Background: an optimization exercise with open tools, aiming at small area and a short achievable clock period. Do not read the settings as production practice.
Only simulation tests tie the RTL to the original design; equivalence was not proved.
Power and IR drop assume default switching activity.

## v6
## tile_fma
module tile_fma (
    input  wire        clk,
    input  wire        rst,
    input  wire        in_valid,
    input  wire [31:0] in_a,
    input  wire [31:0] in_b,
    input  wire [31:0] in_c,
    output reg         out_valid,
    output reg  [31:0] out_r
);
==> flow/config.mk <==
export PLATFORM = sky130hd
export DESIGN_NAME = tile_fma
export DESIGN_NICKNAME = tile_fma
export VERILOG_FILES = /design/flow/design.v
export SDC_FILE = /design/flow/constraint.sdc
export NUM_CORES = 4
export LEC_CHECK = 0
export CAP_MARGIN = 20
export CORE_MARGIN = 2
export CORE_UTILIZATION = 60
export CTS_CLUSTER_DIAMETER = 120
export CTS_CLUSTER_SIZE = 22
export SLEW_MARGIN = 20
==> flow/constraint.sdc <==
create_clock -name core_clock -period 21.0 [get_ports {clk}]
set_input_delay 4.2000 -clock core_clock [delete_from_list [all_inputs] [get_ports {clk}]]
set_output_delay 4.2000 -clock core_clock [all_outputs]
set_load 0.01 [all_outputs]
standard.sh (not shown) runs the stock make flow with config.mk's settings and CLKGATE_MAP_FILE= SYNTH_SCRIPT=/design/flow/synth_recipe.tcl, a recipe that flattens the netlist after the stock synthesis.
==> flow/flow/run.sh <==
#!/bin/bash
# Layout flow: the standard ORFS flow (standard.sh) with these changes
# to how the layout is made (the constraints and clock period are the standard flow's):
#  - after the standard synthesis, flow/fapol.py re-chooses the polarity of
#    each full adder (a full adder is self-dual) and of gates that have a
#    complementary twin, to drop most of the inverters that synthesis left
#    between the adders; registers and the logic function are unchanged;
#  - the resizer repairs setup towards a target tighter than the clock
#    period, so that it sizes and buffers the longest pipeline stages;
#  - the port buffers are buf_2 cells.
# Logs: synth.log and layout.log (standard.sh), fapol.log (the netlist
# pass); ORFS keeps each step's log under orfs/logs/.
set -euo pipefail
TARGET_NS=5.25
export SETUP_SLACK_MARGIN=$(awk -v p="$FLOW_PERIOD_NS" -v t="$TARGET_NS" 'BEGIN { printf "%.3f", p - t }')
export BUFFER_PORTS_ARGS="-buffer_cell sky130_fd_sc_hd__buf_2"
echo "SETUP_SLACK_MARGIN=$SETUP_SLACK_MARGIN BUFFER_PORTS_ARGS=$BUFFER_PORTS_ARGS" > flow_settings.log
bash standard.sh synth > synth.log 2>&1
RES=orfs/results/$FLOW_PLATFORM/tile_fma/base
LIB=$FLOW_HOME/platforms/$FLOW_PLATFORM/lib/sky130_fd_sc_hd__tt_025C_1v80.lib
cp $RES/1_2_yosys.v $RES/1_2_yosys.standard.v
python3 flow/fapol.py $LIB $RES/1_2_yosys.standard.v $RES/1_2_yosys.fapol.v > fapol.log 2>&1
cp $RES/1_2_yosys.fapol.v $RES/1_2_yosys.v
rm -f $RES/1_synth.odb $RES/1_synth.sdc
bash standard.sh > layout.log 2>&1
Other scripts of this flow, unchanged in this note and not shown: flow/flow/fapol.py
--- input diff v6..v7 ---
- CORE_UTILIZATION now 70, was 60
-- flow/flow/run.sh --
<<< v6, line 12
# pass); ORFS keeps each step's log under orfs/logs/.
set -euo pipefail
TARGET_NS=5.25
export SETUP_SLACK_MARGIN=$(awk -v p="$FLOW_PERIOD_NS" -v t="$TARGET_NS" 'BEGIN { printf "%.3f", p - t }')
export BUFFER_PORTS_ARGS="-buffer_cell sky130_fd_sc_hd__buf_2"
>>> v7, line 12
# pass); ORFS keeps each step's log under orfs/logs/.
set -euo pipefail
TARGET_NS=5.2
export SETUP_SLACK_MARGIN=$(awk -v p="$FLOW_PERIOD_NS" -v t="$TARGET_NS" 'BEGIN { printf "%.3f", p - t }')
export BUFFER_PORTS_ARGS="-buffer_cell sky130_fd_sc_hd__buf_2"
Results
- v7 | ERROR | global routing
- Comparing v6 against v7, there is no change at all in post-synthesis instance total.
- Going from v6 to v7, the placer's final routability congestion estimate was found to have gone up by about 2.3%.
- Floorplan die width (v6 / v7): 1.08
- Relative to v6, die boundary height decreased by 7.3% in v7.
- Post-cts hold buffer count came out exactly the same in v7 and v6.
- Lower detailed-placement wirelength estimate among v7 and v6: v6
- v7: placed cell area is 0.43% lower than what v6 reported.
- From v6 to v7 the numbers moved as follows: worst-case setup slack after placement went down by 59 ps, cell count after placement went down by 100.

Setup of willow:
Starting RTL as in the previous note.
clock: 21.0 ns
lec_check: 0
cap_margin: 20
core_margin: 2
core_utilization: 60
cts_cluster_diameter: 150
cts_cluster_size: 30
slew_margin: 20
==> flow/flow/run.sh <==
#!/bin/bash
# Layout flow: the standard ORFS flow (standard.sh) with these changes
# to how the layout is made (the constraints and clock period are the standard flow's):
#  - after the standard synthesis, flow/fapol.py re-chooses the polarity of
#    each full adder (a full adder is self-dual) and of gates that have a
#    complementary twin, to drop most of the inverters that synthesis left
#    between the adders; registers and the logic function are unchanged;
#  - the resizer repairs setup towards a target tighter than the clock
#    period, so that it sizes and buffers the longest pipeline stages;
#  - the port buffers are buf_2 cells.
# Logs: synth.log and layout.log (standard.sh), fapol.log (the netlist
# pass); ORFS keeps each step's log under orfs/logs/.
set -euo pipefail
TARGET_NS=5.3
export SETUP_SLACK_MARGIN=$(awk -v p="$FLOW_PERIOD_NS" -v t="$TARGET_NS" 'BEGIN { printf "%.3f", p - t }')
export BUFFER_PORTS_ARGS="-buffer_cell sky130_fd_sc_hd__buf_2"
echo "SETUP_SLACK_MARGIN=$SETUP_SLACK_MARGIN BUFFER_PORTS_ARGS=$BUFFER_PORTS_ARGS" > flow_settings.log
bash standard.sh synth > synth.log 2>&1
RES=orfs/results/$FLOW_PLATFORM/tile_fma/base
LIB=$FLOW_HOME/platforms/$FLOW_PLATFORM/lib/sky130_fd_sc_hd__tt_025C_1v80.lib
cp $RES/1_2_yosys.v $RES/1_2_yosys.standard.v
python3 flow/fapol.py $LIB $RES/1_2_yosys.standard.v $RES/1_2_yosys.fapol.v > fapol.log 2>&1
cp $RES/1_2_yosys.fapol.v $RES/1_2_yosys.v
rm -f $RES/1_synth.odb $RES/1_synth.sdc
bash standard.sh > layout.log 2>&1
Other scripts of this flow, unchanged in this note and not shown: flow/flow/fapol.py
Having completed the whole flow, willow delivered a layout that passed the timing, DRC and antenna checks.
Modified inputs, delta compared to willow
- CTS_CLUSTER_SIZE now 26, was 30
- CTS_CLUSTER_DIAMETER now 130, was 150
-- flow/flow/run.sh --
<<< willow, line 14
TARGET_NS=5.3
>>> delta, line 14
TARGET_NS=5.2
==> summary.txt <==
Higher share of the clock period used by the worst path among delta and willow: willow
As far as number of vias after detailed routing is concerned, delta and willow perform about the same.
Power: delta draws more than willow
Layout-stage area growth over the synthesis result, delta and willow, higher one = delta.
Per the comparison of delta with willow, maximum achievable frequency went up by about 0.7%; transition at the pin with the smallest max-transition slack went down 0.17 ns; count of clock-buffer cells in the layout +2.
The higher total length of routed wires of delta and willow is in delta.
Changes observed in delta relative to willow: first-pass iteration count of the detailed router fell 1, sequential power held.
Input changes introduced in fjord (baseline for comparison: delta):
- CTS_CLUSTER_DIAMETER: 130 -> unset
- CTS_CLUSTER_SIZE: 26 -> unset
-- flow/flow/run.sh --
<<< delta, line 14
TARGET_NS=5.2
>>> fjord, line 14
TARGET_NS=5.3
In fjord relative to delta, static leakage power had gone up by a few percent.
~same worst-skew pair later-pin latency in fjord and delta
On worst hold slack: between fjord and delta, it ends up higher for delta.
Power: fjord draws more than delta
The met2 global-route usage number comes out higher for fjord vs delta.
Between delta and fjord, via count increased.
Going from delta to fjord, the minimum clock period was found to have gone up by 0.026 ns.
Re cell area: fjord and delta aren't equal, and the higher value belongs to fjord.
[compare] base=delta new=fjord: share of the cycle needed by the critical path after routing roughly the same; synthesis-to-layout area growth increased by 1.6 points relative to the old numbers.

[port drivers added, routing unchanged]
No port has a modelled driver above. Below, the same layouts with a new extraction and two added sets of constraints.
Step 1 sets driving cells, clkbuf_16 on the clock port and buf_2 on the other inputs (assumed; they add their load-dependent delay and slew).
Step 2 moves the port delays by t, midway between the first and last clock arrival at a register: inputs arrive t later, outputs are due t later. That takes back most of the time a late clock gives input paths.
Slacks: ideal ports / drivers / drivers and shift; pairs: ideal ports / drivers.
run | shift t [ns] | slack for setup (ns) | worst setup path at the end | clock arrival spread, ns | slew at the worst register clock pin (ns)
v6 | 0.649 | 15.767 / 15.704 / 15.200 | input to register | 0.020 / 0.020 | 0.10 / 0.10
willow | 0.638 | 15.722 / 15.709 / 15.208 | input to register | 0.043 / 0.042 | 0.12 / 0.12
delta | 0.655 | 15.760 / 15.694 / 15.216 | input to register | 0.029 / 0.030 | 0.11 / 0.11
fjord | 0.661 | 15.734 / 15.666 / 15.179 | input to register | 0.028 / 0.028 | 0.07 / 0.07
After both steps setup and hold are still met in every run listed. The setup slack of v6, which loses most, moves by -0.063 ns with the drivers and by -0.567 ns with both steps.
